This design comes from an exercise in tuning for small area and a short achievable clock period on the open sky130 flow, not from production work. The RTL was checked by simulation tests, not by an equivalence proof against the original design. Power is estimated from default activity; no workload was simulated.

==> flow/design.v <==
module xf_add_front (
    input  wire [159:0] a,
    input  wire [159:0] b,
    output wire [10:0]  d_ab,     
    output wire [9:0]   d_ba,     
    output wire [1:0]   cls,
    output wire         finite,
    output wire         sat,
    output wire         inex,
    output wire         invalid
);
    wire a_bad = (a[143:137] != 7'h00 && a[143:137] != 7'h7f) ||
                 (a[151:148] != 4'd0) || (a[159:152] != 8'd0);
    wire b_bad = (b[143:137] != 7'h00 && b[143:137] != 7'h7f) ||
                 (b[151:148] != 4'd0) || (b[159:152] != 8'd0);
    wire [1:0] a_cls = a_bad ? 2'd1 : a[145:144];
    wire [1:0] b_cls = b_bad ? 2'd1 : b[145:144];
    wire a_nan = (a_cls == 2'd1);
    wire b_nan = (b_cls == 2'd1);
    wire inf_mix = a_cls[1] & b_cls[1] & (a_cls[0] ^ b_cls[0]);
    assign finite  = (a_cls == 2'd0) & (b_cls == 2'd0);
    assign cls     = (a_nan | b_nan | inf_mix) ? 2'd1 :
                     (a_cls != 2'd0) ? a_cls : b_cls;
    assign invalid = a_bad | b_bad | (inf_mix & ~a_nan & ~b_nan);
    assign sat     = a[146] | b[146];
    assign inex    = a[147] | b[147];
    wire [9:0]  ga = a[137:128];
    wire [9:0]  gb = b[137:128];
    wire [10:0] d_ba_w = {gb[9], gb} - {ga[9], ga};
    assign d_ab = {ga[9], ga} - {gb[9], gb};
    assign d_ba = d_ba_w[9:0];
endmodule
module xf_add_align (
    input  wire [127:0] va,
    input  wire [127:0] vb,
    input  wire [10:0]  d_ab,     
    input  wire [9:0]   d_ba,     
    input  wire [9:0]   ga,
    input  wire [9:0]   gb,
    output wire [9:0]   g,        
    output wire [127:0] big,      
    output wire [127:0] y,        
    output wire         lost
);
    wire       a_ge = ~d_ab[10];
    wire [9:0] sh   = a_ge ? d_ab[9:0] : d_ba;
    assign g = a_ge ? ga : gb;
    assign big = a_ge ? va : vb;
    wire [127:0] v = a_ge ? vb : va;
    wire       clamp = |sh[9:7];
    wire [6:0] n     = sh[6:0] | {7{clamp}};
    wire [127:0] x [0:7];
    wire [7:0]   l;
    assign x[0] = v;
    assign l[0] = clamp & v[127];
    genvar k;
    generate
        for (k = 0; k < 7; k = k + 1) begin : g_st
            localparam integer S = 64 >> k;
            assign x[k+1] = n[6-k] ? {{S{x[k][127]}}, x[k][127:S]} : x[k];
            assign l[k+1] = l[k] | (n[6-k] & |x[k][S-1:0]);
        end
    endgenerate
    assign y    = x[7];
    assign lost = l[7];
endmodule
module xf_add_sum (
    input  wire [127:0] a,
    input  wire [127:0] b,
    output wire [127:0] sum,
    output wire         ovf_pos,
    output wire         ovf_neg
);
    wire c_top;
    xf_bk #(.N(128), .L(7)) u_add (.a(a), .b(b), .cin(1'b0),
                                   .s(sum), .cout(c_top));
    wire s128 = a[127] ^ b[127] ^ c_top;
    assign ovf_pos = ~s128 & sum[127];
    assign ovf_neg = s128 & ~sum[127];
endmodule
module xf_add_sat (
    input  wire [127:0] sum,
    input  wire         ovf_pos,
    input  wire         ovf_neg,
    input  wire         finite,
    output wire [127:0] v
);
    assign v = {128{finite}} &
               {sum[127] & ~ovf_pos | ovf_neg,
                (sum[126:0] | {127{ovf_pos}}) & ~{127{ovf_neg}}};
endmodule
module xf_bk #(
    parameter N = 64,
    parameter L = 6
) (
    input  wire [N-1:0] a,
    input  wire [N-1:0] b,
    input  wire         cin,
    output wire [N-1:0] s,
    output wire         cout
);
    wire [N-1:0] p = a ^ b;
    wire [N-1:0] gu [0:L];
    wire [N-1:0] pu [0:L];
    assign gu[0] = (a & b) | {{(N-1){1'b0}}, p[0] & cin};
    assign pu[0] = p;
    genvar l, i;
    generate
        for (l = 0; l < L; l = l + 1) begin : up
            for (i = 0; i < N; i = i + 1) begin : b
                if ((i + 1) % (2 << l) == 0) begin : n
                    assign gu[l+1][i] = gu[l][i] | (pu[l][i] & gu[l][i - (1 << l)]);
                    assign pu[l+1][i] = pu[l][i] & pu[l][i - (1 << l)];
                end else begin : t
                    assign gu[l+1][i] = gu[l][i];
                    assign pu[l+1][i] = pu[l][i];
                end
            end
        end
    endgenerate
    wire [N-1:0] gd [0:L];
    assign gd[L] = gu[L];
    generate
        for (l = L - 1; l >= 0; l = l - 1) begin : dn
            for (i = 0; i < N; i = i + 1) begin : b
                if ((i + 1) % (2 << l) == (1 << l) && i >= (2 << l)) begin : n
                    assign gd[l][i] = gd[l+1][i] | (pu[l][i] & gd[l+1][i - (1 << l)]);
                end else begin : t
                    assign gd[l][i] = gd[l+1][i];
                end
            end
        end
    endgenerate
    assign s    = p ^ {gd[0][N-2:0], cin};
    assign cout = gd[0][N-1];
endmodule
module xf_add (
    input  wire         clk,
    input  wire         rst,
    input  wire         in_valid,
    input  wire [159:0] in_a,
    input  wire [159:0] in_b,
    output reg          out_valid,
    output reg  [159:0] out_s,
    output reg  [2:0]   out_flags    
);
    wire [10:0]  p1_d_ab;
    wire [9:0]   p1_d_ba;
    wire [1:0]   p1_cls;
    wire         p1_finite, p1_sat, p1_inex, p1_invalid;
    xf_add_front u_front (
        .a(in_a), .b(in_b),
        .d_ab(p1_d_ab), .d_ba(p1_d_ba),
        .cls(p1_cls), .finite(p1_finite), .sat(p1_sat), .inex(p1_inex),
        .invalid(p1_invalid)
    );
    reg         r1_valid;
    reg [127:0] r1_va, r1_vb;
    reg [10:0]  r1_d_ab;
    reg [9:0]   r1_d_ba;
    reg [9:0]   r1_ga, r1_gb;
    reg [1:0]   r1_cls;
    reg         r1_finite, r1_sat, r1_inex, r1_invalid;
    always @(posedge clk) begin
        if (rst)
            r1_valid <= 1'b0;
        else
            r1_valid <= in_valid;
        r1_va      <= in_a[127:0];
        r1_vb      <= in_b[127:0];
        r1_d_ab    <= p1_d_ab;
        r1_d_ba    <= p1_d_ba;
        r1_ga      <= in_a[137:128];
        r1_gb      <= in_b[137:128];
        r1_cls     <= p1_cls;
        r1_finite  <= p1_finite;
        r1_sat     <= p1_sat;
        r1_inex    <= p1_inex;
        r1_invalid <= p1_invalid;
    end
    wire [127:0] p2_big, p2_al;
    wire [9:0]   p2_g;
    wire         p2_lost;
    xf_add_align u_align (
        .va(r1_va), .vb(r1_vb), .d_ab(r1_d_ab), .d_ba(r1_d_ba), .ga(r1_ga), .gb(r1_gb), .g(p2_g),
        .big(p2_big), .y(p2_al), .lost(p2_lost)
    );
    reg         r2_valid;
    reg [127:0] r2_big, r2_al;
    reg         r2_lost;
    reg [9:0]   r2_g;
    reg [1:0]   r2_cls;
    reg         r2_finite, r2_sat, r2_inex, r2_invalid;
    always @(posedge clk) begin
        if (rst)
            r2_valid <= 1'b0;
        else
            r2_valid <= r1_valid;
        r2_big     <= p2_big;
        r2_al      <= p2_al;
        r2_lost    <= p2_lost;
        r2_g       <= p2_g;
        r2_cls     <= r1_cls;
        r2_finite  <= r1_finite;
        r2_sat     <= r1_sat;
        r2_inex    <= r1_inex;
        r2_invalid <= r1_invalid;
    end
    wire [127:0] p3_sum;
    wire         p3_ovf_pos, p3_ovf_neg;
    xf_add_sum u_sum (
        .a(r2_big), .b(r2_al),
        .sum(p3_sum), .ovf_pos(p3_ovf_pos), .ovf_neg(p3_ovf_neg)
    );
    reg         r3_valid;
    reg [127:0] r3_sum;
    reg         r3_ovf_pos, r3_ovf_neg, r3_lost;
    reg [9:0]   r3_g;
    reg [1:0]   r3_cls;
    reg         r3_finite, r3_sat, r3_inex, r3_invalid;
    always @(posedge clk) begin
        if (rst)
            r3_valid <= 1'b0;
        else
            r3_valid <= r2_valid;
        r3_sum     <= p3_sum;
        r3_ovf_pos <= p3_ovf_pos;
        r3_ovf_neg <= p3_ovf_neg;
        r3_lost    <= r2_lost;
        r3_g       <= r2_g;
        r3_cls     <= r2_cls;
        r3_finite  <= r2_finite;
        r3_sat     <= r2_sat;
        r3_inex    <= r2_inex;
        r3_invalid <= r2_invalid;
    end
    wire [127:0] v;
    wire         ovf  = r3_finite & (r3_ovf_pos | r3_ovf_neg);
    wire         lost = r3_finite & r3_lost;
    xf_add_sat u_sat (
        .sum(r3_sum), .ovf_pos(r3_ovf_pos), .ovf_neg(r3_ovf_neg),
        .finite(r3_finite), .v(v)
    );
    always @(*) begin
        out_valid = r3_valid;
        out_s     = {12'd0, r3_inex | lost, r3_sat | ovf, r3_cls,
                     {6{r3_finite & r3_g[9]}}, {10{r3_finite}} & r3_g, v};
        out_flags = {r3_invalid, ovf, lost};
    end
endmodule
==> flow/flow/run.sh <==
#!/bin/bash
# The standard layout, with timing repair (after CTS and after global
# routing) aiming for setup slack of at least 8 ns at the design's period.
set -euo pipefail
bash standard.sh SETUP_SLACK_MARGIN=8 finish > standard_flow.log 2>&1
==> flow/standard.sh <==
#!/bin/bash
# synth_recipe.tcl (not shown) runs the flow's synth.tcl, then flattens the netlist and writes it again
# the make line also repeats each setting of config.mk as NAME=value (left out here)
make -C /OpenROAD-flow-scripts/flow DESIGN_CONFIG=/design/flow/config.mk WORK_HOME=/design/flow/orfs CLKGATE_MAP_FILE= SYNTH_SCRIPT=/design/flow/synth_recipe.tcl "${@:-finish}"
==> flow/config.mk <==
export PLATFORM = sky130hd
export DESIGN_NAME = xf_add
export DESIGN_NICKNAME = xf_add
export VERILOG_FILES = /design/flow/design.v
export SDC_FILE = /design/flow/constraint.sdc
export NUM_CORES = 4
export LEC_CHECK = 0
export CAP_MARGIN = 20
export CORE_MARGIN = 2
export CORE_UTILIZATION = 55
export SLEW_MARGIN = 20
==> flow/constraint.sdc <==
create_clock -name core_clock -period 12.0 [get_ports {clk}]
set_input_delay 2.4000 -clock core_clock [delete_from_list [all_inputs] [get_ports {clk}]]
set_output_delay 2.4000 -clock core_clock [all_outputs]
set_load 0.01 [all_outputs]
==> results of run 1 <==
==> how the worst max path moves through the flow <==
| stage | from | endpoint |
|---|---|---|
| final | r3_ovf_neg | out_s[5] |
| after global routing | r3_ovf_neg | out_s[62] |
| after CTS | r3_ovf_neg | out_s[39] |
| after detailed placement | r1_d_ab[10] | r2_al[34] |
| after global placement | r1_d_ab[10] | r2_al[0] |
| after floorplan | in_a[128] | r1_d_ab[10] |
==> sequential cells by signal (all words and copies together) (netlist names), 2 cells and up <==
name     cells
r2_g        10
r1_d_ab     10
r1_cls       2
r3_g        10
r1_d_ba     10
r1_vb      128
r1_gb       10
r2_cls       2
r3_sum     128
r2_al      128
r3_cls       2
r1_ga       10
r2_big     128
r1_va      128
==> what timing repair did <==
action | 4_1_cts | 5_1_grt
setup buffers | 64 | 77
endpoints found under the setup margin | 333 | 264
cloned | 22 | 12
hold buffers | 0 | 0
gates resized for setup | 768 | 448
pin swaps | 35 | 97
==> cells by family after synthesis <==
| group | synth area share |
|---|---|
| and+or+nand+nor | 0.0993 |
| AOI/OAI and AO/OA | 0.139 |
| DFF | 0.399 |
| muxes | 0.210 |
| buffers and inverters | 0.0467 |
| adders and majority gates | 0.0866 |
| xor gates and xnor gates | 0.0195 |
| other | 0.000103 |
==> critical path, stage by stage (launching register included) <==
cell and delay (ps):
dfxtp_4 350, nand2b_4 190, buf_12 160, buf_6 110
buf_6 130, buf_16 150, buf_6 120, nor2_4 140
buf_6 120
==> per-stage QoR <==
| stage | utilization | hold slack (ps) | instances |
|---|---|---|---|
| finish | 0.736 | 327 | 5133 |
| global route | 0.736 | 334 | 5126 |
| CTS | 0.700 | 326 | 5037 |
| detailed placement | 0.634 | 313 | 4817 |
| global placement | 0.634 | 310 | 4817 |
| floorplan | - | 310 | 3660 |
==> per-layer routing <==
| layer | wire length [µm] | GRT usage | vias to the layer above |
|---|---|---|---|
| met4 | 11200 | 0.252 | 2 |
| met3 | 16800 | 0.0940 | 539 |
| met5 | 9 | 0 | - |
| li1 | - | - | 14300 |
| met1 | 59900 | 0.538 | 16400 |
| met2 | 69500 | 0.636 | 2228 |
==> report_power, final <==
part           switching, W  internal [W]
Sequential         0.000386       0.00301
Combinational       0.00271       0.00187
Clock               0.00100       0.00152
Total               0.00410       0.00640
==> cell usage in the layout, fill, tap and decap left out, drive strengths merged, types with 12 or more instances in the layout <==
cell,instances
a211o,14
a211oi,32
a21o,60
a21oi,126
a221oi,16
a22oi,29
a311oi,13
a31o,17
a31oi,41
and2,21
buf,362
clkbuf,120
clkdlybuf4s50,320
clkinv,14
conb,12
dfxtp,725
fa,66
ha,146
inv,133
mux2,296
mux2i,412
nand2,173
nand2b,22
nand3,44
nand4,37
nor2,370
nor2b,12
nor3,26
nor4,39
o211ai,54
o21a,20
o21ai,167
o21bai,15
o221ai,37
o22ai,32
or2,13
xnor2,35
xor2,46
==> cell type report <==
class / instances / area, µm²
Tap cell: 864 / 1080
Antenna cell: 7 / 17.5
Multi-Input combinational cell: 2567 / 21900
Sequential cell: 725 / 14500
Clock inverter: 31 / 487
Timing Repair Buffer: 706 / 7600
Fill cell: 4174 / 17300
Inverter: 130 / 495
Clock buffer: 103 / 2190
==> impl_metrics.csv, run 1 <==
group,metric,value,unit
power,p_leak,19.5,nW
yosys,synth_cells,3649,
routing,wl_per_cell,30.7,µm
clock_network,cts_buffers,75,
yosys,yosysTopAreaCellShare,0.399,
sta,fmax,220,MHz
placement,dp_hpwl,104,mm
sta,fin_skew,25.1,ps
yosys,synth_area_leaders,"dfxtp_1, mux2i_1, mux2_2",
sta,worstMarginPinSlew,1180,ps
power,power,0.0105,W
clock_network,clock_sinks,725,
sta,setup_viol,0,
floorplanning,pin_count,487,
grt,grt_pass1_vias,32000,
setup_path,critPathLaunchType,"flop",
yosys,yosys_warnings,3,
setup_path,worst_ep_required_time,9600,ps
yosys,synth_top_area_cell,"dfxtp_1",
floorplanning,die_y,261,µm
power,p_per_area,218,mW/mm²
setup_path,reg2reg_from,"r2_al[27]",
placement,pre_cts_ws,6660,ps
setup_path,reg2reg_slack,7900,ps
power,peakVddDrop,191,µV
run_status,status,"timing/DRC/antenna clean",
clock_network,cts_tree,"done",
grt,grt_pass1_wl,209,mm
grt,grt_max_degree,76,
min_path,hp-start,"r1_invalid",
routing,antenna_left,0,
grt,gr-total-overflow,0,
sta,fin_crit_sh,0.378,
yosys,syn_avg_cell_area,9.96,µm²
yosys,synth_common_cells,"dfxtp_1, mux2i_1, nor2_1",
yosys,async_reset_ff_frac,0,
sta,layout_setup_ws,7460,ps
sta,relSlewSlack,0.193,
routing,vias_per_cell,6.52,
yosys,synthFlopType,"dfxtp_1",
clock_network,htree_levels,3,
yosys,synth.distinct_cells,84,
sta,period_needed,4540,ps
grt,grt_use_total,0.416,
setup_path,path_max_fanout,7,
routing,drt-total-wl,157,mm
yosys,yosysMostFrequentCell,"dfxtp_1",
yosys,synth_seq_area_share,0.399,
setup_path,end_kind,"output port",
routing,vias,33500,
placement,routabilityCongestion,1.03,
finish,final_area,0.0483,mm²
floorplanning,rows,94,
setup_path,cp.arrival,2140,ps
floorplanning,core,0.0656,mm²
min_path,whs_endpoint,"r2_invalid",
yosys,syn_area,0.0363,mm²
clock_network,cts.path.max_buffers,3,
finish,layout-drive-gt1-share,0.269,
sta,setup_tns,0,ps
setup_path,reg2reg_depth,16,
routing,drt_pass1_iterations,7,
setup_path,crit_type,"reg -> out",
routing,drc_errors,0,
yosys,synth_edf_count,0,
placement,numPortBuffers,474,
setup_path,rr_endpoint,"r3_ovf_neg",
clock_network,clock-root-buffer,"clkbuf_16",
finish,area_delta_synth_final,32.9,%
job,maxCapViolations,0,
grt,antenna_found_initial,8,
floorplanning,die_w,261,µm
finish,nNetsFinal,4740,
floorplanning,initial_core_util,0.554,
routing,drt_iter0_drc,4122,
placement,place_area,0.0416,mm²
sta,finalHoldViolCount,0,
clock_network,cts.reportedPaths.clkPinSlew,60,ps
min_path,hold_path_class,"reg -> reg",
min_path,holdPathStages,0,
clock_network,insertion_delay,640,ps
yosys,yosys_register_bits,725,
sta,rsz0062_at_grt,"yes",
floorplanning,fp.dieArea,0.0682,mm²
sta,drv_slew,0,
==> inputs of run 2 (changes only) <==
==> flow/flow/run.sh (replaced) <==
#!/bin/bash
# The standard layout, with timing repair (after CTS and after global
# routing) aiming for setup slack of at least 7 ns at the design's period.
set -euo pipefail
bash standard.sh SETUP_SLACK_MARGIN=7 finish > standard_flow.log 2>&1
==> run 2 against run 1 <==
Effect of this change: final area down 7.8%; final cell count down 3.3%; die area unchanged; non-clock buffer count down 162; combinational power down 15%; largest cell class unchanged.
==> impl_metrics.csv, run 2 <==
group,metric,value,unit
run_status,status,"timing/DRC/antenna clean",
sta,worstMarginPinSlew,1260,ps
clock_network,clock-root-buffer,"clkbuf_16",
routing,antenna_left,0,
sta,fin_crit_sh,0.425,
min_path,hold_path_class,"reg -> reg",
floorplanning,core,0.0656,mm²
job,maxCapViolations,0,
clock_network,cts.path.max_buffers,3,
clock_network,clock_sinks,725,
sta,rsz0062_at_grt,"yes",
power,p_sw_frac,0.380,
sta,finalHoldViolCount,0,
yosys,yosys_warnings,3,
setup_path,cp_slowest_cell,"mux2i_1",
routing,drt-total-wl,144,mm
sta,setup_tns,0,ps
routing,wl_per_cell,29.1,µm
power,p_sw,0.00373,W
routing,drt_iter0_drc,3331,
yosys,synthFlopType,"dfxtp_1",
yosys,syn_avg_cell_area,9.96,µm²
setup_path,reg2reg_from,"r1_d_ab[10]",
yosys,synth_area_leaders,"dfxtp_1, mux2i_1, mux2_2",
yosys,synth_top_area_cell,"dfxtp_1",
sta,fin_skew,39.9,ps
sta,period_needed,5100,ps
clock_network,htree_levels,3,
grt,grt_max_degree,83,
routing,drt_pass1_iterations,6,
sta,setup_viol,0,
placement,pre_cts_ws,6510,ps
setup_path,end_kind,"flop",
floorplanning,fp.dieArea,0.0682,mm²
routing,vias,31500,
finish,area_delta_synth_final,22.6,%
floorplanning,initial_core_util,0.554,
power,power.internal,0.00608,W
finish,postLayoutCoreUtil,0.679,
routing,vias_per_cell,6.35,
sta,drv_slew,0,
setup_path,reg2reg_depth,12,
floorplanning,die_y,261,µm
setup_path,rr_endpoint,"r2_al[7]",
floorplanning,pin_count,487,
yosys,yosysTopAreaCellShare,0.399,
finish,final_area,0.0445,mm²
yosys,synth_cells,3649,
power,p_per_area,220,mW/mm²
setup_path,crit_type,"reg -> reg",
sta,relSlewSlack,0.153,
power,p_leak,17.6,nW
setup_path,path_common_cell,"mux2i_1",
yosys,yosys_register_bits,725,
clock_network,cts_buffers,75,
yosys,syn_area,0.0363,mm²
placement,dp_hpwl,106,mm
finish,stdcell_count,4963,
placement,routabilityCongestion,1.00,
finish,final_common_cell,"dfxtp_1",
grt,grt_use_total,0.409,
setup_path,critPathLaunchType,"flop",
placement,place_area,0.0416,mm²
floorplanning,die_w,261,µm
yosys,synth_seq_area_share,0.399,
routing,drc_errors,0,
yosys,synth_edf_count,0,
setup_path,cp.arrival,5620,ps
yosys,async_reset_ff_frac,0,
clock_network,insertion_delay,650,ps
grt,antenna_found_initial,5,
setup_path,reg2reg_slack,6900,ps
yosys,yosysMostFrequentCell,"dfxtp_1",
floorplanning,rows,94,
clock_network,cts.reportedPaths.clkPinSlew,60,ps
sta,fmax,196,MHz
sta,layout_setup_ws,6900,ps
grt,grt_pass1_vias,31400,
power,seqPwrFrac,0.342,
setup_path,slowest_delay,580,ps
grt,grt_pass1_wl,206,mm
power,comb_power_share,0.396,
setup_path,path_max_fanout,50,
min_path,hp-start,"r2_g[1]",
min_path,whs_endpoint,"r3_g[1]",
grt,gr-total-overflow,0,
placement,placed_cells,4815,
setup_path,worst_ep_required_time,12520,ps
setup_path,crit_chain,"or4b_1, buf_4, o22ai_4, buf_6, buf_4, mux2i_1, mux2i_1, mux2i_1, mux2i_1, mux2i_1, a2bb2o_1, a221o_1",
finish,layout-drive-gt1-share,0.138,
clock_network,cts_hold_buf,0,
clock_network,cts_tree,"done",
min_path,holdPathStages,0,
power,clkPwrFrac,0.262,
yosys,synth.distinct_cells,84,
yosys,synth_common_cells,"dfxtp_1, mux2i_1, nor2_1",
power,peakVddDrop,191,µV
finish,nNetsFinal,4572,
finish,final_cell_mix,"dfxtp_1, clkdlybuf4s50_1, mux2i_1",
placement,numPortBuffers,474,
-- run 2: cell counts after synthesis --
No cell type changed its count.
-- run 2: critical path, delay by kind of cell (launching register included) --
| family | cells | cell delay (ps) |
|---|---|---|
| muxes | 5 | 1800 |
| buffers and inverters | 3 | 1310 |
| AOI/OAI and AO/OA | 3 | 800 |
| DFF | 1 | 490 |
| and+or+nand+nor | 1 | 480 |
-- run 2: per-layer routing --
metal	vias up	wire length (µm)	global-route usage
met4	2	7800	0.202
li1	13900	-	-
met3	403	13300	0.0876
met5	-	13	0
met1	15400	58100	0.529
met2	1775	65000	0.649
-- run 2: area by class of cell --
type / instances / area [µm²]
fillers: 4726 / 21100
multi-input cells: 2561 / 20300
flip-flops and latches: 725 / 14500
repair buffers: 544 / 5360
clock buffers: 102 / 2210
well taps: 864 / 1080
clock inverters: 35 / 542
inverters: 130 / 488
diodes: 2 / 5.00
-- run 2: what timing repair did --
action / CTS / global route
pin swaps: 0 / 0
gates cloned: 2 / 0
gates resized for setup: 17 / 15
setup endpoints to repair: 204 / 44
hold endpoints to repair: 0 / 0
buffers inserted: 3 / 3
-- run 2: through the flow --
stage               total power, W  hold slack [ps]
floorplan                  0.00572              310
global placement           0.00690              311
detailed placement         0.00702              314
CTS                        0.00968              329
global route                0.0102              333
finish                     0.00981              327
-- run 2: worst max-delay path by stage --
| stage | start | to |
|---|---|---|
| after floorplan | in_a[128] | r1_d_ab[10] |
| after global routing | r1_d_ab[10] | r2_al[0] |
| after global placement | r1_d_ab[10] | r2_lost |
| after CTS | r3_ovf_pos | out_s[52] |
| after detailed placement | r1_d_ab[10] | r2_lost |
| final | r1_d_ab[10] | r2_al[7] |
-- run 2: power by group through the flow --
stage               Clock (W)  Combinational [W]  Sequential [W]
CTS                   0.00258            0.00375         0.00335
finish                0.00257            0.00388         0.00336
global route          0.00267            0.00415         0.00339
floorplan                   0            0.00250         0.00322
global placement            0            0.00351         0.00339
detailed placement          0            0.00363         0.00339
-- run 2: kinds of logic (layout without fill, tap and decap cells) --
kind of cell / count (synthesis) / after routing / synth area share
buffers and inverters: 376 / 811 / 0.0467
DFF: 725 / 725 / 0.399
xor gates and xnor gates: 81 / 81 / 0.0195
adders and majority gates: 212 / 212 / 0.0866
and+or+nand+nor: 792 / 794 / 0.0993
muxes: 715 / 715 / 0.210
other: 1 / 14 / 0.000103
AOI/OAI and AO/OA: 747 / 747 / 0.139
==> inputs of run 3 (changes only) <==
--- a/flow/design.v
+++ b/flow/design.v
@@ -2,6 +2,9 @@
     input  wire [159:0] a,
     input  wire [159:0] b,
-    output wire [10:0]  d_ab,     
-    output wire [9:0]   d_ba,     
+    output wire         a_ge,     
+    output wire [6:0]   n_ab,     
+    output wire [6:0]   n_ba,     
+    output wire         c_ab,     
+    output wire         c_ba,     
     output wire [1:0]   cls,
     output wire         finite,
@@ -27,13 +30,20 @@
     wire [9:0]  ga = a[137:128];
     wire [9:0]  gb = b[137:128];
-    wire [10:0] d_ba_w = {gb[9], gb} - {ga[9], ga};
-    assign d_ab = {ga[9], ga} - {gb[9], gb};
-    assign d_ba = d_ba_w[9:0];
+    wire [10:0] d_ab = {ga[9], ga} - {gb[9], gb};
+    wire [10:0] d_ba = {gb[9], gb} - {ga[9], ga};
+    assign a_ge = ~d_ab[10];
+    assign c_ab = |d_ab[9:7];
+    assign c_ba = |d_ba[9:7];
+    assign n_ab = d_ab[6:0] | {7{c_ab}};
+    assign n_ba = d_ba[6:0] | {7{c_ba}};
 endmodule
 module xf_add_align (
     input  wire [127:0] va,
     input  wire [127:0] vb,
-    input  wire [10:0]  d_ab,     
-    input  wire [9:0]   d_ba,     
+    input  wire         a_ge,
+    input  wire [6:0]   n_ab,
+    input  wire [6:0]   n_ba,
+    input  wire         c_ab,
+    input  wire         c_ba,
     input  wire [9:0]   ga,
     input  wire [9:0]   gb,
@@ -43,11 +53,9 @@
     output wire         lost
 );
-    wire       a_ge = ~d_ab[10];
-    wire [9:0] sh   = a_ge ? d_ab[9:0] : d_ba;
     assign g = a_ge ? ga : gb;
     assign big = a_ge ? va : vb;
     wire [127:0] v = a_ge ? vb : va;
-    wire       clamp = |sh[9:7];
-    wire [6:0] n     = sh[6:0] | {7{clamp}};
+    wire [6:0] n     = a_ge ? n_ab : n_ba;
+    wire       clamp = a_ge ? c_ab : c_ba;
     wire [127:0] x [0:7];
     wire [7:0]   l;
@@ -145,11 +153,13 @@
     output reg  [2:0]   out_flags    
 );
-    wire [10:0]  p1_d_ab;
-    wire [9:0]   p1_d_ba;
+    wire         p1_a_ge;
+    wire [6:0]   p1_n_ab, p1_n_ba;
+    wire         p1_c_ab, p1_c_ba;
     wire [1:0]   p1_cls;
     wire         p1_finite, p1_sat, p1_inex, p1_invalid;
     xf_add_front u_front (
         .a(in_a), .b(in_b),
-        .d_ab(p1_d_ab), .d_ba(p1_d_ba),
+        .a_ge(p1_a_ge), .n_ab(p1_n_ab), .n_ba(p1_n_ba),
+        .c_ab(p1_c_ab), .c_ba(p1_c_ba),
         .cls(p1_cls), .finite(p1_finite), .sat(p1_sat), .inex(p1_inex),
         .invalid(p1_invalid)
@@ -157,6 +167,7 @@
     reg         r1_valid;
     reg [127:0] r1_va, r1_vb;
-    reg [10:0]  r1_d_ab;
-    reg [9:0]   r1_d_ba;
+    reg         r1_a_ge;
+    reg [6:0]   r1_n_ab, r1_n_ba;
+    reg         r1_c_ab, r1_c_ba;
     reg [9:0]   r1_ga, r1_gb;
     reg [1:0]   r1_cls;
@@ -169,6 +180,9 @@
         r1_va      <= in_a[127:0];
         r1_vb      <= in_b[127:0];
-        r1_d_ab    <= p1_d_ab;
-        r1_d_ba    <= p1_d_ba;
+        r1_a_ge    <= p1_a_ge;
+        r1_n_ab    <= p1_n_ab;
+        r1_n_ba    <= p1_n_ba;
+        r1_c_ab    <= p1_c_ab;
+        r1_c_ba    <= p1_c_ba;
         r1_ga      <= in_a[137:128];
         r1_gb      <= in_b[137:128];
@@ -183,5 +197,6 @@
     wire         p2_lost;
     xf_add_align u_align (
-        .va(r1_va), .vb(r1_vb), .d_ab(r1_d_ab), .d_ba(r1_d_ba), .ga(r1_ga), .gb(r1_gb), .g(p2_g),
+        .va(r1_va), .vb(r1_vb), .a_ge(r1_a_ge), .n_ab(r1_n_ab), .n_ba(r1_n_ba),
+        .c_ab(r1_c_ab), .c_ba(r1_c_ba), .ga(r1_ga), .gb(r1_gb), .g(p2_g),
         .big(p2_big), .y(p2_al), .lost(p2_lost)
     );
==> run 3 against run 2 <==
Effect of this change: still clean; final cell count rose by 0.10%; clock skew fell by 15 ps; clock power fell by 5%; first-iteration DRC count fell by 28%; global-route usage fell by 5.0 points; via count fell by 7.1%; area after synthesis fell by 1.7%; largest cell class unchanged.
==> impl_metrics.csv, run 3 <==
group,metric,value,unit
yosys,syn_area,0.0357,mm²
grt,grt_pass1_wl,181,mm
routing,drt-total-wl,124,mm
setup_path,crit_type,"reg -> out",
run_status,status,"timing/DRC/antenna clean",
grt,grt_use_total,0.359,
finish,seq_area,0.0145,mm²
placement,routabilityCongestion,0.958,
sta,rsz0062_at_grt,"yes",
finish,final_common_cell,"dfxtp_1",
yosys,synth_common_cells,"dfxtp_1, mux2i_1, nor2_1",
grt,gr-total-overflow,0,
clock_network,cts_tree,"done",
clock_network,htree_levels,3,
routing,drt_pass1_iterations,8,
min_path,hp-start,"r1_inex",
setup_path,path_max_fanout,92,
routing,drt_iter0_drc,2403,
yosys,yosysTopAreaCellShare,0.404,
finish,stdcell_count,4968,
routing,antenna_left,0,
finish,layout-drive-gt1-share,0.118,
clock_network,cts.path.max_buffers,3,
yosys,synth_area_leaders,"dfxtp_1, mux2i_1, mux2_2",
clock_network,clock-root-buffer,"clkbuf_16",
clock_network,cts_buffers,73,
setup_path,cp.arrival,2600,ps
sta,setup_viol,0,
sta,finalHoldViolCount,0,
grt,grt_pass1_vias,29700,
yosys,synth_top_area_cell,"dfxtp_1",
setup_path,reg2reg_depth,12,
yosys,yosys_register_bits,722,
power,peakVddDrop,128,µV
setup_path,end_kind,"output port",
sta,fin_crit_sh,0.417,
floorplanning,rows,93,
routing,vias_per_cell,5.89,
yosys,synth.distinct_cells,69,
finish,multi_input_area,0.0198,mm²
clock_network,cts_hold_buf,0,
finish,fillers,4814,
grt,antenna_found_initial,4,
sta,drv_slew,0,
yosys,synthFlopType,"dfxtp_1",
placement,placed_cells,4826,
yosys,yosys_warnings,3,
yosys,yosysMostFrequentCell,"dfxtp_1",
clock_network,cts.reportedPaths.clkPinSlew,60,ps
sta,setup_tns,0,ps
finish,final_cell_mix,"dfxtp_1, mux2i_1, clkdlybuf4s50_1",
min_path,hold_path_class,"reg -> reg",
power,p_per_area,196,mW/mm²
min_path,whs_endpoint,"r2_inex",
floorplanning,fp.dieArea,0.0670,mm²
placement,dp_hpwl,93.1,mm
power,p_leak,18.0,nW
floorplanning,die_w,259,µm
yosys,synth_seq_area_share,0.404,
floorplanning,pin_count,487,
yosys,synth_edf_count,0,
floorplanning,die_y,259,µm
grt,grt_max_degree,132,
sta,fmax,200,MHz
floorplanning,initial_core_util,0.555,
floorplanning,core,0.0643,mm²
clock_network,clock_sinks,722,
power,power,0.00856,W
yosys,syn_avg_cell_area,9.75,µm²
routing,vias,29300,
sta,worstMarginPinSlew,1070,ps
setup_path,reg2reg_from,"r1_a_ge",
placement,numPortBuffers,474,
min_path,holdPathStages,0,
clock_network,insertion_delay,640,ps
job,maxCapViolations,0,
finish,nNetsFinal,4588,
routing,drc_errors,0,
finish,area_delta_synth_final,22.2,%
yosys,async_reset_ff_frac,0,
yosys,synth_cells,3665,
setup_path,rr_endpoint,"r2_lost",
setup_path,reg2reg_slack,7040,ps
setup_path,critPathLaunchType,"flop",
routing,wl_per_cell,25.0,µm
sta,relSlewSlack,0.267,
sta,period_needed,5000,ps
sta,fin_skew,25.0,ps
setup_path,worst_ep_required_time,9600,ps
==> run 3: cell count changes in the layout (fill, tap and decap cells not counted), moves of 12 or more <==
cell / before / now
buf_4: 57 / 40
nor2_1: 366 / 409
mux2i_1: 411 / 476
a311oi_1: 13 / 0
o211ai_1: 54 / 21
nand3_1: 44 / 31
nand2_1: 172 / 302
mux2_2: 296 / 242
o22ai_1: 28 / 1
a21oi_1: 124 / 198
o221ai_1: 37 / 1
o21ai_0: 154 / 130
a31oi_1: 41 / 53
a22oi_1: 27 / 3
==> run 3: metrics by stage <==
stage / util / setup WS (ps) / area, µm² / hold slack, ps
floorplan: - / 7090 / 35800 / 310
global placement: 0.635 / 6150 / 40800 / 311
detailed placement: 0.635 / 5900 / 40800 / 312
CTS: 0.677 / 6990 / 43600 / 326
global route: 0.678 / 6920 / 43700 / 331
finish: 0.679 / 7000 / 43700 / 326
==> run 3: where the power goes <==
group	switching (W)	internal, W
sequential	0.000283	0.00293
clock	0.000984	0.00145
combinational	0.00171	0.00121
total	0.00298	0.00559
==> run 3: timing repair <==
action,4_1_cts,5_1_grt
pin swaps,2,5
resized for setup,17,23
cloned,1,0
endpoints found under the setup margin,130,65
setup buffers,4,2
==> run 3: area by class of cell <==
class | instances | share of cell area
multi-input combinational | 2593 | 0.453
clock inverter | 33 | 0.0101
sequential | 722 | 0.331
timing repair buffer | 523 | 0.119
inverter | 140 | 0.0120
clock buffer | 100 | 0.0497
tap | 855 | 0.0245
antenna | 2 | 0.000115
==> run 3: cells by family (layout without fill, tap and decap cells) <==
group | count (synthesis) | after routing | share of synthesized area
flip-flops | 722 | 722 | 0.404
AND/OR/NAND/NOR | 944 | 945 | 0.115
other | 1 | 14 | 0.000105
multiplexers | 751 | 751 | 0.225
adder cells (fa/ha/maj) | 212 | 212 | 0.0881
XOR/XNOR | 68 | 68 | 0.0167
AO/OA/AOI/OAI | 605 | 605 | 0.103
buffers and inverters | 362 | 796 | 0.0478
==> run 3: how the worst max path moves through the flow <==
stage | startpoint | end | slack (ps) | cells past startpoint
2_1_floorplan | in_b[128] | r1_n_ba[3] | 7090 | 13
3_3_place_gp | in_a[128] | r1_n_ab[5] | 6150 | 14
3_5_place_dp | in_a[128] | r1_n_ab[4] | 5900 | 14
4_1_cts | in_a[130] | r1_n_ba[6] | 6990 | 14
5_1_grt | in_a[129] | r1_n_ab[4] | 6920 | 13
6_report | r3_finite | out_s[36] | 7000 | 4
==> run 3: worst max-delay path: stages, from the launching register on <==
cell and delay [ps]:
dfxtp_2 590, nand2b_4 160, buf_12 210, nor2_1 240, clkdlybuf4s50_1 590
==> run 3: metal layers <==
metal  vias to the layer above  part of all wire  global-route usage
li1                      13500                 -                   -
met1                     14200              0.40               0.448
met2                      1285              0.48               0.614
met3                       292             0.065              0.0529
met4                         0             0.050               0.161
met5                         -                 0                   0
==> inputs of run 4 (changes only) <==
==> flow/flow/run.sh (replaced) <==
#!/bin/bash
# The standard layout, with two changes: timing repair (after CTS and after
# global routing) aims for setup slack of at least 8 ns at the design's
# period, and every port still gets a buffer, but the smallest one
# (buf_1) instead of the clkdlybuf4s50_1 that buffer_ports picks by itself.
set -euo pipefail
bash standard.sh SETUP_SLACK_MARGIN=8 \
  "BUFFER_PORTS_ARGS=-buffer_cell sky130_fd_sc_hd__buf_1" \
  finish > standard_flow.log 2>&1
==> run 4 against run 3 <==
Effect of this change: still clean; register-to-register slack better by 970 ps; total power up 1.2%; flip-flop and latch count unchanged; synthesized cell count unchanged; critical path depth up 9; final area down 2.7%; clock power down 7%; non-clock buffer count up 82; area after synthesis unchanged.
==> impl_metrics.csv, run 4 <==
group,metric,value,unit
setup_path,crit_family,"compound AO/OA/AOI/OAI gates",
clock_network,cts_buffers,74,
setup_path,critPathLaunchType,"primary input",
sta,fin_skew,35.2,ps
routing,wl_per_cell,26.3,µm
routing,drt_iter0_drc,2669,
setup_path,crit_buf_inv,2,
sta,setup_viol,0,
power,power.internal,0.00554,W
setup_path,worst_ep_required_time,12460,ps
grt,grt_pass1_vias,29500,
clock_network,insertion_delay,640,ps
finish,layout-drive-gt1-share,0.180,
sta,period_needed,4270,ps
grt,antenna_found_initial,5,
grt,grt_pass1_wl,185,mm
sta,relSlewSlack,0.166,
yosys,syn_avg_cell_area,9.75,µm²
setup_path,reg2reg_slack,8010,ps
floorplanning,die_y,259,µm
clock_network,cts.path.max_buffers,3,
min_path,hp-start,"r2_finite",
yosys,yosys_warnings,3,
setup_path,cp_slowest_cell,"nor3_4",
clock_network,cts_tree,"done",
yosys,async_reset_ff_frac,0,
placement,placed_cells,4826,
routing,drc_errors,0,
setup_path,rr_endpoint,"r3_ovf_pos",
finish,postLayoutCoreUtil,0.660,
yosys,synth_area_leaders,"dfxtp_1, mux2i_1, mux2_2",
floorplanning,pin_count,487,
job,maxCapViolations,0,
power,p_per_area,204,mW/mm²
yosys,yosysMostFrequentCell,"dfxtp_1",
clock_network,clock_sinks,722,
floorplanning,fp.dieArea,0.0670,mm²
clock_network,cts.reportedPaths.clkPinSlew,60,ps
finish,final_common_cell,"dfxtp_1",
finish,multi_input_area,0.0205,mm²
clock_network,htree_levels,3,
sta,worstMarginPinSlew,1220,ps
grt,grt_max_degree,87,
sta,fmax,234,MHz
setup_path,crit_chain,"buf_6, inv_6, ha_4, nor2b_1, o21ai_1, a21oi_1, o21ai_2, a21oi_2, o21a_1, o21a_1, o31ai_1, nor3_4, o211ai_1",
finish,stdcell_count,5052,
placement,numPortBuffers,474,
sta,finalHoldViolCount,0,
yosys,synthFlopType,"dfxtp_1",
setup_path,end_kind,"flop",
routing,drt_pass1_iterations,6,
sta,drv_slew,0,
clock_network,clock-root-buffer,"clkbuf_16",
routing,vias_per_cell,5.95,
yosys,yosysTopAreaCellShare,0.404,
yosys,synth_edf_count,0,
power,p_sw_frac,0.361,
floorplanning,core,0.0643,mm²
floorplanning,initial_core_util,0.555,
setup_path,cp.arrival,4740,ps
power,clkPwrFrac,0.263,
clock_network,cts_hold_buf,0,
yosys,syn_area,0.0357,mm²
grt,gr-total-overflow,0,
routing,vias,30000,
sta,rsz0062_at_grt,"yes",
placement,dp_hpwl,93.1,mm
yosys,synth_top_area_cell,"dfxtp_1",
routing,antenna_left,0,
run_status,status,"timing/DRC/antenna clean",
floorplanning,die_w,259,µm
grt,grt_use_total,0.370,
power,peakVddDrop,149,µV
yosys,synth.distinct_cells,69,
yosys,synth_common_cells,"dfxtp_1, mux2i_1, nor2_1",
setup_path,reg2reg_from,"r2_big[0]",
power,comb_power_share,0.366,
finish,final_cell_mix,"dfxtp_1, mux2i_1, buf_1",
min_path,hold_path_class,"reg -> reg",
yosys,synth_seq_area_share,0.404,
floorplanning,rows,93,
yosys,synth_cells,3665,
setup_path,slowest_delay,350,ps
finish,seq_area,0.0145,mm²
setup_path,crit_type,"in -> reg",
finish,fillers,5006,
finish,nNetsFinal,4676,
power,seqPwrFrac,0.372,
min_path,holdPathStages,0,
routing,drt-total-wl,133,mm
setup_path,path_max_fanout,8,
yosys,yosys_register_bits,722,
finish,area_delta_synth_final,18.8,%
sta,setup_tns,0,ps
min_path,whs_endpoint,"r3_finite",
setup_path,path_common_cell,"o21a_1",
sta,fin_crit_sh,0.356,
power,p_sw,0.00313,W
placement,routabilityCongestion,1.02,
setup_path,reg2reg_depth,17,
power,p_leak,17.6,nW
==> run 4: changes by cell type in the layout (fill, tap and decap cells not counted), moves of 20 or more <==
cell	change
clkbuf_2	+32
buf_1	+405
buf_2	+30
ha_1	-20
clkdlybuf4s50_1	-473
nor2_1	-22
buf_4	+51
==> run 4: worst reg2reg max path, cell delays in order (launching register included) <==
cell	delay, ps
dfxtp_1	300
ha_1	220
fa_2	380
a211oi_2	270
o211ai_1	220
nand3_2	170
a21oi_4	130
o21a_4	270
o211a_4	300
nor2_2	160
o22a_2	250
a21oi_4	80
a221o_1	370
fa_2	380
inv_2	90
or3_4	140
nand2_2	50
a2bb2oi_2	140
==> run 4: area by class of cell <==
cell class	instances	share of cell area
clock inverters	38	0.00837
flip-flops and latches	722	0.341
multi-input cells	2597	0.484
repair buffers	605	0.0804
repair inverters	1	0.000177
inverters	140	0.0132
clock buffers	93	0.0481
diodes	1	0.0000589
well taps	855	0.0252
==> run 4: metal layers <==
layer,wire length (µm),vias up,global-route usage
met5,14,-,0
met3,9690,308,0.0615
met4,6540,2,0.158
met1,53600,14700,0.474
met2,63100,1358,0.617
li1,-,13700,-
==> run 4: power by group through the flow <==
stage	Combinational, W	Clock, W	Sequential [W]
4_1_cts	0.00295	0.00229	0.00319
6_report	0.00317	0.00228	0.00322
5_1_grt	0.00344	0.00239	0.00325
3_3_place_gp	0.00262	0	0.00326
3_5_place_dp	0.00269	0	0.00326
2_1_floorplan	0.00197	0	0.00312
==> run 4: cell families (layout without fill, tap and decap cells) <==
group | after synthesis | count (layout) | share of synthesized area
adder cells (fa/ha/maj) | 212 | 212 | 0.0881
other | 1 | 13 | 0.000105
multiplexers | 751 | 751 | 0.225
AND/OR/NAND/NOR | 944 | 949 | 0.115
AO/OA/AOI/OAI | 605 | 605 | 0.103
XOR/XNOR | 68 | 68 | 0.0167
buffers and inverters | 362 | 877 | 0.0478
flip-flops | 722 | 722 | 0.404
==> run 4: through the flow <==
| stage | cell area [µm²] | total power [W] | hold WS, ps | setup slack [ps] |
|---|---|---|---|---|
| floorplan | 35900 | 0.00509 | 310 | 7630 |
| global placement | 38000 | 0.00588 | 310 | 6970 |
| detailed placement | 38000 | 0.00595 | 312 | 6880 |
| CTS | 41600 | 0.00844 | 325 | 7720 |
| global route | 42500 | 0.00908 | 332 | 7650 |
| finish | 42500 | 0.00867 | 324 | 7730 |
==> run 4: what timing repair did <==
| item | CTS | global route |
|---|---|---|
| pin swaps | 31 | 54 |
| gates cloned | 10 | 5 |
| endpoints found under the setup margin | 316 | 259 |
| buffers inserted | 56 | 23 |
| gates resized for setup | 126 | 169 |
==> run 4: worst max path at each step <==
stage                from    endpoint  slack (ps)  cells after the start
3_5_place_dp    in_b[128]  r1_n_ab[4]        6880                     13
2_1_floorplan   in_a[128]  r1_n_ab[3]        7630                     13
4_1_cts        r3_ovf_neg    out_s[0]        7720                      3
5_1_grt         in_a[129]  r1_n_ab[6]        7650                     13
3_3_place_gp      r1_a_ge   r2_al[16]        6970                     12
6_report        in_a[129]  r1_n_ab[6]        7730                     13
==> inputs of run 5 (changes only) <==
--- a/flow/design.v
+++ b/flow/design.v
@@ -28,13 +28,17 @@
     assign sat     = a[146] | b[146];
     assign inex    = a[147] | b[147];
-    wire [9:0]  ga = a[137:128];
-    wire [9:0]  gb = b[137:128];
-    wire [10:0] d_ab = {ga[9], ga} - {gb[9], gb};
-    wire [10:0] d_ba = {gb[9], gb} - {ga[9], ga};
-    assign a_ge = ~d_ab[10];
-    assign c_ab = |d_ab[9:7];
-    assign c_ba = |d_ba[9:7];
-    assign n_ab = d_ab[6:0] | {7{c_ab}};
-    assign n_ba = d_ba[6:0] | {7{c_ba}};
+    wire [9:0] ga = a[137:128];
+    wire [9:0] gb = b[137:128];
+    wire [7:0] dl_ab_w = {1'b0, ga[6:0]} - {1'b0, gb[6:0]};
+    wire [7:0] dl_ba_w = {1'b0, gb[6:0]} - {1'b0, ga[6:0]};
+    wire       bw_ab = dl_ab_w[7];
+    wire       bw_ba = dl_ba_w[7];
+    wire signed [3:0] dh0_ab = {ga[9], ga[9:7]} - {gb[9], gb[9:7]};
+    wire signed [3:0] dh0_ba = {gb[9], gb[9:7]} - {ga[9], ga[9:7]};
+    assign a_ge = bw_ab ? (dh0_ab >= 4'sd1) : (dh0_ab >= 4'sd0);
+    assign c_ab = bw_ab ? (dh0_ab >= 4'sd2) : (dh0_ab >= 4'sd1);
+    assign c_ba = bw_ba ? (dh0_ba >= 4'sd2) : (dh0_ba >= 4'sd1);
+    assign n_ab = dl_ab_w[6:0];
+    assign n_ba = dl_ba_w[6:0];
 endmodule
 module xf_add_align (
@@ -56,6 +60,6 @@
     assign big = a_ge ? va : vb;
     wire [127:0] v = a_ge ? vb : va;
-    wire [6:0] n     = a_ge ? n_ab : n_ba;
     wire       clamp = a_ge ? c_ab : c_ba;
+    wire [6:0] n     = a_ge ? n_ab | {7{c_ab}} : n_ba | {7{c_ba}};
     wire [127:0] x [0:7];
     wire [7:0]   l;
==> run 5 against run 4 <==
Effect of this change: clock power grew 6%; fmax grew 0.71%; flip-flop and latch count shrank 1; final cell count shrank 2.6%; largest cell class unchanged; clock skew shrank 5.3 ps; total power grew 30%; still clean on timing, DRC and antenna.
==> impl_metrics.csv, run 5 <==
group,metric,value,unit
routing,drt-total-wl,137,mm
setup_path,cp_slowest_cell,"dfxtp_4",
yosys,synthFlopType,"dfxtp_1",
job,maxCapViolations,0,
sta,timing.hold.ws,325,ps
floorplanning,pin_count,487,
floorplanning,die_w,257,µm
yosys,synth_top_area_cell,"dfxtp_1",
sta,worstMarginPinSlew,1050,ps
yosys,synth_common_cells,"dfxtp_1, mux2i_1, nor2_1",
routing,top_layer,"met5",
clock_network,insertion_delay,640,ps
grt,grt_use_total,0.377,
sta,rsz0062_at_grt,"yes",
routing,dr_wl_met3,11.5,mm
setup_path,cp.arrival,1840,ps
sta,setup_tns,0,ps
sta,period_needed,4240,ps
yosys,yosysTopAreaCellShare,0.409,
yosys,synth_area_leaders,"dfxtp_1, mux2i_1, mux2_2",
clock_network,cts_hold_buf,0,
yosys,synth_edf_count,0,
setup_path,reg2reg_from,"r2_big[67]",
yosys,async_reset_ff_frac,0,
setup_path,reg2reg_slack,7840,ps
run_status,status,"timing/DRC/antenna clean",
setup_path,critPathLaunchType,"flop",
yosys,synth_seq_area_share,0.409,
power,p_per_area,262,mW/mm²
routing,vias,30200,
setup_path,crit_type,"reg -> out",
placement,dp_hpwl,90.6,mm
setup_path,crit_start,"r3_finite",
grt,antenna_found_initial,3,
routing,vias_per_cell,6.15,
clock_network,htree_levels,3,
yosys,syn_avg_cell_area,9.91,µm²
grt,grt_max_degree,98,
grt,grt_pass1_wl,188,mm
routing,drt_iter0_drc,3043,
floorplanning,core,0.0632,mm²
routing,antenna_left,0,
clock_network,clock_sinks,721,
grt,grt_pass1_vias,29700,
yosys,synth_cells,3559,
finish,layout-drive-gt1-share,0.211,
sta,fmax,236,MHz
min_path,hold_path_class,"reg -> reg",
power,p_leak,18.2,nW
routing,wl_met1,55.1,mm
routing,wl_per_cell,27.8,µm
finish,fillers,4594,
finish,final_cell_mix,"dfxtp_1, mux2i_1, buf_1",
sta,relSlewSlack,0.301,
setup_path,crit_end,"out_s[113]",
finish,area_delta_synth_final,22.3,%
yosys,syn_area,0.0353,mm²
sta,fin_skew,29.9,ps
placement,numPortBuffers,474,
setup_path,worst_ep_required_time,9600,ps
sta,finalHoldViolCount,0,
finish,nNetsFinal,4561,
setup_path,end_kind,"output port",
setup_path,slowest_delay,410,ps
clock_network,cts_tree,"done",
setup_path,reg2reg_depth,15,
sta,layout_setup_ws,7760,ps
placement,routabilityCongestion,0.981,
routing,met2_length,63.0,mm
yosys,yosys_warnings,3,
placement,pre_cts_ws,6860,ps
finish,postLayoutCoreUtil,0.683,
setup_path,rr_endpoint,"r3_ovf_pos",
setup_path,path_max_fanout,9,
floorplanning,die_y,257,µm
floorplanning,rows,92,
sta,drv_slew,0,
yosys,yosys_register_bits,721,
floorplanning,initial_core_util,0.558,
sta,setup_viol,0,
yosys,synth.distinct_cells,82,
sta,fin_crit_sh,0.354,
floorplanning,fp.dieArea,0.0662,mm²
min_path,holdPathStages,0,
power,peakVddDrop,157,µV
finish,final_common_cell,"dfxtp_1",
grt,gr-total-overflow,0,
setup_path,crit_chain,"nand2b_4, buf_12, buf_16, nor2_1, buf_2",
clock_network,cts.reportedPaths.clkPinSlew,60,ps
clock_network,cts.path.max_buffers,3,
clock_network,clock-root-buffer,"clkbuf_16",
routing,drc_errors,0,
routing,drt_pass1_iterations,8,
yosys,yosysMostFrequentCell,"dfxtp_1",
clock_network,cts_buffers,75,
==> run 5: cell types whose count changed in the layout (fill, tap and decap cells not counted), sizes merged, moves of 16 or more <==
cell	previous run	this run
a211oi	29	7
nor2	410	383
o211ai	21	51
nand2	302	230
a31oi	53	37
clkinv	27	10
==> run 5: worst min path at each step <==
stage / startpoint / endpoint / slack [ps]
finish: r2_g[2] / r3_g[2] / 330
global route: r2_finite / r3_finite / 330
CTS: r2_g[6] / r3_g[6] / 330
detailed placement: r1_cls[1] / r2_cls[1] / 310
global placement: r2_inex / r3_inex / 310
floorplan: r1_cls[0] / r2_cls[0] / 310
==> run 5: stage by stage <==
step                      cell area, µm²  std cells  power (W)
after floorplan                    35300       3570    0.00662
after global placement             37400       4708    0.00787
after detailed placement           37400       4708    0.00800
after CTS                          41700       4890     0.0107
after global routing               43200       4920     0.0118
final                              43200       4921     0.0113
==> run 5: kinds of logic (layout without fill, tap and decap cells) <==
| kind of cell | count (synthesis) | in the layout | synth area share |
|---|---|---|---|
| adder cells (fa/ha/maj) | 215 | 215 | 0.0907 |
| AND/OR/NAND/NOR | 825 | 833 | 0.103 |
| AO/OA/AOI/OAI | 605 | 606 | 0.108 |
| buffers and inverters | 366 | 861 | 0.0478 |
| flip-flops | 721 | 721 | 0.409 |
| XOR/XNOR | 76 | 76 | 0.0189 |
| other | 1 | 13 | 0.000106 |
| multiplexers | 750 | 750 | 0.223 |
==> run 5: critical path, delay by kind of cell (launching register included) <==
family / cells / cell delay [ps]
flip-flops: 1 / 410
buffers and inverters: 3 / 520
AND/OR/NAND/NOR: 2 / 270
==> run 5: final cells by class <==
class	instances	area [µm²]	share of cell area
clock buffers	97	2040	0.0473
multi-input cells	2492	20500	0.475
inverters	137	517	0.0120
diodes	1	2.50	0.0000580
well taps	846	1060	0.0245
clock inverters	31	503	0.0117
repair buffers	596	4080	0.0944
flip-flops and latches	721	14500	0.335
==> run 5: timing repair <==
action | 4_1_cts | 5_1_grt
pin swaps | 70 | 73
hold endpoints to repair | 0 | 0
setup endpoints to repair | 318 | 276
gates cloned | 20 | 14
resized for setup | 313 | 258
buffers inserted | 34 | 16
==> run 5: metal layers <==
metal,track usage,vias up
li1,-,13400
met1,0.486,14800
met2,0.613,1616
met3,0.0718,408
met4,0.170,2
met5,0,-
==> run 5: power breakdown <==
part | switching [W] | internal [W]
clock network | 0.000986 | 0.00142
logic | 0.00331 | 0.00217
registers | 0.000374 | 0.00305
total | 0.00467 | 0.00664
==> inputs of run 6 (changes only) <==
--- a/flow/design.v
+++ b/flow/design.v
@@ -28,17 +28,13 @@
     assign sat     = a[146] | b[146];
     assign inex    = a[147] | b[147];
-    wire [9:0] ga = a[137:128];
-    wire [9:0] gb = b[137:128];
-    wire [7:0] dl_ab_w = {1'b0, ga[6:0]} - {1'b0, gb[6:0]};
-    wire [7:0] dl_ba_w = {1'b0, gb[6:0]} - {1'b0, ga[6:0]};
-    wire       bw_ab = dl_ab_w[7];
-    wire       bw_ba = dl_ba_w[7];
-    wire signed [3:0] dh0_ab = {ga[9], ga[9:7]} - {gb[9], gb[9:7]};
-    wire signed [3:0] dh0_ba = {gb[9], gb[9:7]} - {ga[9], ga[9:7]};
-    assign a_ge = bw_ab ? (dh0_ab >= 4'sd1) : (dh0_ab >= 4'sd0);
-    assign c_ab = bw_ab ? (dh0_ab >= 4'sd2) : (dh0_ab >= 4'sd1);
-    assign c_ba = bw_ba ? (dh0_ba >= 4'sd2) : (dh0_ba >= 4'sd1);
-    assign n_ab = dl_ab_w[6:0];
-    assign n_ba = dl_ba_w[6:0];
+    wire [9:0]  ga = a[137:128];
+    wire [9:0]  gb = b[137:128];
+    wire [10:0] d_ab = {ga[9], ga} - {gb[9], gb};
+    wire [10:0] d_ba = {gb[9], gb} - {ga[9], ga};
+    assign a_ge = ~d_ab[10];
+    assign c_ab = |d_ab[9:7];
+    assign c_ba = |d_ba[9:7];
+    assign n_ab = d_ab[6:0] | {7{c_ab}};
+    assign n_ba = d_ba[6:0] | {7{c_ba}};
 endmodule
 module xf_add_align (
@@ -60,6 +56,6 @@
     assign big = a_ge ? va : vb;
     wire [127:0] v = a_ge ? vb : va;
+    wire [6:0] n     = a_ge ? n_ab : n_ba;
     wire       clamp = a_ge ? c_ab : c_ba;
-    wire [6:0] n     = a_ge ? n_ab | {7{c_ab}} : n_ba | {7{c_ba}};
     wire [127:0] x [0:7];
     wire [7:0]   l;
@@ -226,5 +222,5 @@
         r2_invalid <= r1_invalid;
     end
-    wire [127:0] p3_sum;
+    wire [127:0] p3_sum, p3_v;
     wire         p3_ovf_pos, p3_ovf_neg;
     xf_add_sum u_sum (
@@ -232,38 +228,18 @@
         .sum(p3_sum), .ovf_pos(p3_ovf_pos), .ovf_neg(p3_ovf_neg)
     );
-    reg         r3_valid;
-    reg [127:0] r3_sum;
-    reg         r3_ovf_pos, r3_ovf_neg, r3_lost;
-    reg [9:0]   r3_g;
-    reg [1:0]   r3_cls;
-    reg         r3_finite, r3_sat, r3_inex, r3_invalid;
+    xf_add_sat u_sat (
+        .sum(p3_sum), .ovf_pos(p3_ovf_pos), .ovf_neg(p3_ovf_neg),
+        .finite(r2_finite), .v(p3_v)
+    );
+    wire p3_ovf  = r2_finite & (p3_ovf_pos | p3_ovf_neg);
+    wire p3_lost = r2_finite & r2_lost;
     always @(posedge clk) begin
         if (rst)
-            r3_valid <= 1'b0;
+            out_valid <= 1'b0;
         else
-            r3_valid <= r2_valid;
-        r3_sum     <= p3_sum;
-        r3_ovf_pos <= p3_ovf_pos;
-        r3_ovf_neg <= p3_ovf_neg;
-        r3_lost    <= r2_lost;
-        r3_g       <= r2_g;
-        r3_cls     <= r2_cls;
-        r3_finite  <= r2_finite;
-        r3_sat     <= r2_sat;
-        r3_inex    <= r2_inex;
-        r3_invalid <= r2_invalid;
+            out_valid <= r2_valid;
+        out_s     <= {12'd0, r2_inex | p3_lost, r2_sat | p3_ovf, r2_cls,
+                      {6{r2_finite & r2_g[9]}}, {10{r2_finite}} & r2_g, p3_v};
+        out_flags <= {r2_invalid, p3_ovf, p3_lost};
     end
-    wire [127:0] v;
-    wire         ovf  = r3_finite & (r3_ovf_pos | r3_ovf_neg);
-    wire         lost = r3_finite & r3_lost;
-    xf_add_sat u_sat (
-        .sum(r3_sum), .ovf_pos(r3_ovf_pos), .ovf_neg(r3_ovf_neg),
-        .finite(r3_finite), .v(v)
-    );
-    always @(*) begin
-        out_valid = r3_valid;
-        out_s     = {12'd0, r3_inex | lost, r3_sat | ovf, r3_cls,
-                     {6{r3_finite & r3_g[9]}}, {10{r3_finite}} & r3_g, v};
-        out_flags = {r3_invalid, ovf, lost};
-    end
-endmodule
+endmodule
==> run 6 against run 5 <==
Effect of this change: die area rose by 1.5%; area after synthesis rose by 1.5%; combinational power fell by 32%; sequential power fell by 16%; clock skew rose by 12 ps; final area rose by 1.1%; highest routed layer unchanged; non-clock buffer count rose by 33; first-iteration DRC count fell by 13%; critical path type is now in -> reg; clock power fell by 5%.
==> impl_metrics.csv, run 6 <==
group,metric,value,unit
sta,setup_viol,0,
yosys,synth.distinct_cells,83,
run_status,status,"timing/DRC/antenna clean",
clock_network,htree_levels,3,
floorplanning,die_y,259,µm
sta,timing.hold.ws,327,ps
setup_path,critPathLaunchType,"primary input",
yosys,synth_common_cells,"dfxtp_1, mux2i_1, mux2_2",
setup_path,crit_buf_inv,2,
yosys,async_reset_ff_frac,0,
power,power,0.00888,W
sta,period_needed,4410,ps
sta,setup_tns,0,ps
grt,grt_pass1_wl,189,mm
clock_network,cts_tree,"done",
clock_network,cts.reportedPaths.clkPinSlew,60,ps
yosys,synth_seq_area_share,0.403,
finish,largest_register_ffs,142,
yosys,yosysMostFrequentCell,"dfxtp_1",
sta,relSlewSlack,0.250,
setup_path,cp_slowest_cell,"fa_2",
finish,final_cell_mix,"dfxtp_1, mux2i_1, buf_1",
power,p_per_area,204,mW/mm²
finish,largest-register,"out_s",
placement,routabilityCongestion,0.967,
power,p_leak,17.1,nW
finish,final_area,0.0436,mm²
setup_path,crit_chain,"buf_12, ha_4, fa_2, nor2b_4, o21ai_2, a21boi_2, o21a_1, o21ai_4, nand3b_1, o221a_4, a2111oi_4, buf_6, o22ai_2",
floorplanning,rows,93,
finish,area_delta_synth_final,21.8,%
finish,n_antenna_cell,0,
placement,place_area,0.0380,mm²
floorplanning,initial_core_util,0.555,
yosys,syn_avg_cell_area,10.3,µm²
floorplanning,core,0.0645,mm²
clock_network,cts_buffers,73,
finish,final_common_cell,"dfxtp_1",
setup_path,crit_type,"in -> reg",
floorplanning,die_w,259,µm
placement,dp_hpwl,92.2,mm
yosys,yosys_register_bits,720,
yosys,syn_area,0.0358,mm²
clock_network,insertion_delay,640,ps
grt,antenna_found_initial,5,
setup_path,end_kind,"flop",
grt,grt_pass1_vias,30100,
placement,numPortBuffers,474,
grt,grt_use_total,0.379,
routing,drt_pass1_iterations,7,
job,maxCapViolations,0,
yosys,yosysTopAreaCellShare,0.403,
clock_network,cts.path.max_buffers,3,
yosys,synth_area_leaders,"dfxtp_1, mux2i_1, mux2_2",
floorplanning,pin_count,487,
sta,rsz0062_at_grt,"yes",
setup_path,worst_ep_required_time,12490,ps
routing,drt-total-wl,132,mm
sta,fmax,227,MHz
setup_path,cp.arrival,4900,ps
floorplanning,fp.dieArea,0.0672,mm²
grt,gr-total-overflow,0,
routing,vias,29700,
finish,nNetsFinal,4536,
sta,finalHoldViolCount,0,
routing,antenna_left,0,
clock_network,clock-root-buffer,"clkbuf_16",
setup_path,slowest_delay,390,ps
sta,fin_crit_sh,0.368,
routing,drt_iter0_drc,2662,
clock_network,cts_hold_buf,0,
routing,drc_errors,0,
clock_network,clock_sinks,720,
yosys,synth_edf_count,0,
power,peakVddDrop,132,µV
min_path,hold_path_class,"reg -> reg",
setup_path,path_max_fanout,8,
routing,wl_per_cell,26.9,µm
sta,worstMarginPinSlew,1120,ps
yosys,synthFlopType,"dfxtp_1",
routing,vias_per_cell,6.05,
yosys,yosys_warnings,3,
setup_path,crit_family,"compound AO/OA/AOI/OAI gates",
yosys,synth_cells,3490,
sta,drv_slew,0,
sta,fin_skew,42.3,ps
yosys,synth_top_area_cell,"dfxtp_1",
grt,grt_max_degree,133,
finish,layout-drive-gt1-share,0.215,
-- run 6: cell types whose count changed in the layout (fill, tap and decap cells not counted), moves of 20 or more --
cell and delta:
a21oi_2 +74, nor2_1 -95, a21oi_1 -22, o21ai_0 -32, nor2_2 -24, inv_1 -31
buf_4 +42, buf_1 +129, o211ai_1 -34, nor2_4 -41, mux2i_4 +20, buf_6 -69
buf_2 -67
-- run 6: metal layers --
layer | part of all wire | track usage | vias to the layer above
met5 | 0.00024 | 0 | -
met4 | 0.052 | 0.186 | 4
met3 | 0.078 | 0.0715 | 321
met2 | 0.47 | 0.627 | 1367
met1 | 0.40 | 0.476 | 14500
li1 | - | - | 13500
-- run 6: cell families (layout without fill, tap and decap cells) --
family | Yosys count | after routing | share of synthesized area
AOI/OAI and AO/OA | 649 | 649 | 0.110
xor gates and xnor gates | 67 | 67 | 0.0164
adders and majority gates | 214 | 214 | 0.0886
buffers and inverters | 325 | 867 | 0.0466
DFF | 720 | 720 | 0.403
muxes | 820 | 820 | 0.247
other | 1 | 12 | 0.000105
and+or+nand+nor | 694 | 700 | 0.0887
-- run 6: what timing repair did --
item / in CTS / in global routing
endpoints found under the setup margin: 274 / 217
pin swaps: 72 / 34
cloned: 26 / 2
resized for setup: 328 / 103
buffers inserted: 78 / 12
-- run 6: stage by stage --
step	instances	worst slack, ps	util
2_1_floorplan	3501	7270	-
3_3_place_gp	4661	5940	0.589
3_5_place_dp	4661	5770	0.589
4_1_cts	4890	7730	0.667
5_1_grt	4904	7470	0.677
6_report	4904	7590	0.677
-- run 6: cell type report --
class / count / area (µm²)
Timing Repair inverter: 3 / 45.0
Sequential cell: 720 / 14400
Timing Repair Buffer: 629 / 3750
Fill cell: 4910 / 20900
Clock buffer: 102 / 2180
Clock inverter: 23 / 239
Inverter: 110 / 447
Tap cell: 855 / 1070
Multi-Input combinational cell: 2462 / 21500
-- run 6: power by group --
part	switching (W)	internal (W)	leakage [nW]
Clock	0.000968	0.00131	1.20
Combinational	0.00225	0.00150	9.88
Sequential	0.000185	0.00267	6.01
-- run 6: path summary, 6_finish.rpt --
kind | from | end | slack, ps | cells past startpoint
setup / recovery | in_b[128] | r1_n_ab[4] | 7590 | 13
hold / removal | r1_finite | r2_finite | 330 | 0
setup reg to reg | r2_al[0] | out_s[42] | 7730 | 20
hold reg to reg | r1_finite | r2_finite | 330 | 0

static timing again, ports no longer ideal:
No port has a modelled driver above. Below, the same layouts with a new extraction and two added sets of constraints. Step 1 assumes that a clkbuf_16 drives the clock port and a buf_2 every other input. Step 2 moves the port delays by t, midway between the first and last clock arrival at a register: inputs arrive t later, outputs are due t later. That takes back most of the time a late clock gives input paths. a / b / c = no drivers / after step 1 / after step 2; a / b = the first two.
run	t (ns)	slack for setup (ns)	clock arrival spread, ns	worst slew at a driven data input, ns	pins driven straight from the clock port
run 1	0.701	7.464 / 7.393 / 7.433	0.026 / 0.026	0.09	1
run 2	0.695	6.899 / 6.899 / 6.892	0.040 / 0.040	0.09	1
run 3	0.692	6.997 / 6.928 / 6.452	0.026 / 0.026	0.06	1
run 4	0.691	7.727 / 7.674 / 7.040	0.035 / 0.035	0.08	1
run 5	0.687	7.757 / 7.691 / 7.578	0.030 / 0.030	0.07	1
run 6	0.692	7.588 / 7.582 / 6.890	0.043 / 0.043	0.08	1
After both steps setup and hold are still met in every run listed. For run 6, which loses most, drivers alone change the setup slack by -0.006 ns; drivers and shift together by -0.698 ns.
